This design comes from an exercise in tuning for small area and a short achievable clock period on the open sky130 flow, not from production work.
Function was checked by simulation only, so behaviour that the tests miss may differ from the original.

## burin_drain_fp
module burin_drain_fp (
    input  wire        clk,
    input  wire        rst,
    input  wire        in_valid,
    input  wire        in_acc_fp,
    input  wire [31:0] in_acc,
    input  wire [31:0] in_scale,
    input  wire [2:0]  in_fmt,
    output reg         out_valid,
    output reg  [31:0] out_data,
    output reg         out_sat
);
clock: 23.0 ns
lec_check: 0
cap_margin: 20
core_margin: 2
core_utilization: 40
place_density: 0.6
slew_margin: 20
standard.sh (not shown) runs the stock make flow with config.mk's settings and CLKGATE_MAP_FILE= SYNTH_SCRIPT=/design/flow/synth_recipe.tcl, a recipe that flattens the netlist after the stock synthesis.
==> flow/flow/run.sh <==
#!/bin/bash
# Standard synthesis, then flow/invopt.py removes inverters around the full adders in the
# synthesised netlist (same registers, same function), then the standard layout. Timing repair
# works on every path whose setup slack at the design's clock period is below the margin in
# flow/margin.txt, and may resize across cell footprints. The constraints are the design's.
set -euo pipefail
MARGIN=$(cat flow/margin.txt)
R=orfs/results/sky130hd/burin_drain_fp/base
bash standard.sh synth > synth_make.log 2>&1
cp $R/1_2_yosys.v $R/1_2_yosys_std.v
python3 flow/invopt.py $R/1_2_yosys_std.v $R/1_2_yosys.v > invopt.log 2>&1
rm -f $R/1_synth.odb $R/1_synth.sdc
bash standard.sh SETUP_SLACK_MARGIN=$MARGIN MATCH_CELL_FOOTPRINT=0 SKIP_GATE_CLONING=1 finish > layout_make.log 2>&1
Other scripts of this flow, unchanged in this note and not shown: flow/flow/invopt.py, flow/flow/margin.txt
Edit:
==> flow/flow/run.sh (replaced) <==
#!/bin/bash
# Standard synthesis, then flow/invopt.py removes inverters around the full adders in the
# synthesised netlist (same registers, same function), then the standard layout. Timing repair
# works on every path whose setup slack at the design's clock period is below the margin in
# flow/margin.txt, and may resize across cell footprints. Ports get buf_1 buffers. The constraints are the design's.
set -euo pipefail
MARGIN=$(cat flow/margin.txt)
R=orfs/results/sky130hd/burin_drain_fp/base
bash standard.sh synth > synth_make.log 2>&1
cp $R/1_2_yosys.v $R/1_2_yosys_std.v
python3 flow/invopt.py $R/1_2_yosys_std.v $R/1_2_yosys.v > invopt.log 2>&1
rm -f $R/1_synth.odb $R/1_synth.sdc
bash standard.sh SETUP_SLACK_MARGIN=$MARGIN MATCH_CELL_FOOTPRINT=0 SKIP_GATE_CLONING=1 "BUFFER_PORTS_ARGS=-buffer_cell sky130_fd_sc_hd__buf_1" finish > layout_make.log 2>&1
- ABC_AREA: default -> 1
- register-to-register slack improved by 0.18 ns
- design area shrinks by a little under a tenth
- clock skew shrinks by 0.031 ns
- wire length shrinks by a few percent
- first-iteration DRC count grows by a few percent
- cell count grows by roughly a tenth
- sequential share of layout area grows by 0.98 points

* * *

== rev 12 ==
Another version of the RTL of burin_drain_fp (not shown whole).
Size in the first run: ~4200 cells after synthesis, roughly 110 I/O pins, roughly 0.032 sq mm of cells after synthesis.
clock: 23.0 ns
lec_check: 0
abc_area: 1
cap_margin: 20
core_margin: 2
core_utilization: 50
place_density: 0.65
slew_margin: 20
==> flow/flow/run.sh <==
#!/bin/bash
# Standard synthesis, then flow/invopt.py removes inverters around the full adders in the
# synthesised netlist (same registers, same function), then the standard layout. Timing repair
# works on every path whose setup slack at the design's clock period is below the margin in
# flow/margin.txt, and may resize across cell footprints. Ports get buf_1 buffers. The constraints are the design's.
set -euo pipefail
MARGIN=$(cat flow/margin.txt)
R=orfs/results/sky130hd/burin_drain_fp/base
bash standard.sh synth > synth_make.log 2>&1
cp $R/1_2_yosys.v $R/1_2_yosys_std.v
python3 flow/invopt.py $R/1_2_yosys_std.v $R/1_2_yosys.v > invopt.log 2>&1
rm -f $R/1_synth.odb $R/1_synth.sdc
bash standard.sh SETUP_SLACK_MARGIN=$MARGIN MATCH_CELL_FOOTPRINT=0 SKIP_GATE_CLONING=1 "BUFFER_PORTS_ARGS=-buffer_cell sky130_fd_sc_hd__buf_1" finish > layout_make.log 2>&1
==> flow/flow/margin.txt <==
17.4
Other scripts of this flow, unchanged in this note and not shown: flow/flow/invopt.py
The inputs of rev 13 differ from those of rev 12 as listed below.
Settings: swapping 50 for 60 in CORE_UTILIZATION; swapping 0.65 for 0.7 in PLACE_DENSITY.
==> flow/flow/margin.txt <==
17.42
==> notes.md <==
Rev 13 -> rev 12: first-pass GRT wire length flat
Relative to rev 12, CTS buffer count has gone down in rev 13.
The clock input transition at the sequential cells of the worst setup and hold paths on rev 12 is in line with that on rev 13.
Comparing rev 12 and rev 13, the lower non-filler instance count after layout was measured on rev 13.
Going from rev 12 to rev 13, the final design instance area without fill was found to have gone down by 0.47%.
Rev 12 has lower via count than rev 13.
Of rev 12 and rev 13, the run reporting the higher width of the chip was rev 12.
Rev 12 leaves more setup margin than rev 13.
Number of buffer and inverter instances along the worst setup path came out exactly the same in rev 12 and rev 13.
Delta (rev 13 minus rev 12): routed wire length moved up.

[port drivers added, routing unchanged]
No port has a modelled driver above. Below, the same layouts with a new extraction and two added sets of constraints. Step 1: set_driving_cell puts a clkbuf_16 on clk and a buf_2 on each other input, an assumption about the parent block. Step 2, shift: input delay + t, output delay - t, t = (earliest + latest rising clock arrival at the registers) / 2. This alone moves slack from input paths to output paths. a / b / c = ideal ports / drivers / drivers and shift; a / b = the first two.
| run | shift t [ns] | slack for setup (ns) | worst setup path at the end | worst data-port slew with drivers (ns) |
|---|---|---|---|---|
| the first run of note 1 | 0.637 | 17.298 / 17.270 / 17.298 | register to register | 0.04 |
| the second run of note 1 | 0.619 | 17.339 / 17.276 / 17.480 | register to register | 0.05 |
| rev 12 | 0.630 | 17.401 / 17.341 / 17.636 | register to register | 0.04 |
| rev 13 | 0.636 | 17.378 / 17.321 / 17.541 | register to register | 0.04 |
After both steps setup and hold are still met in every run listed.
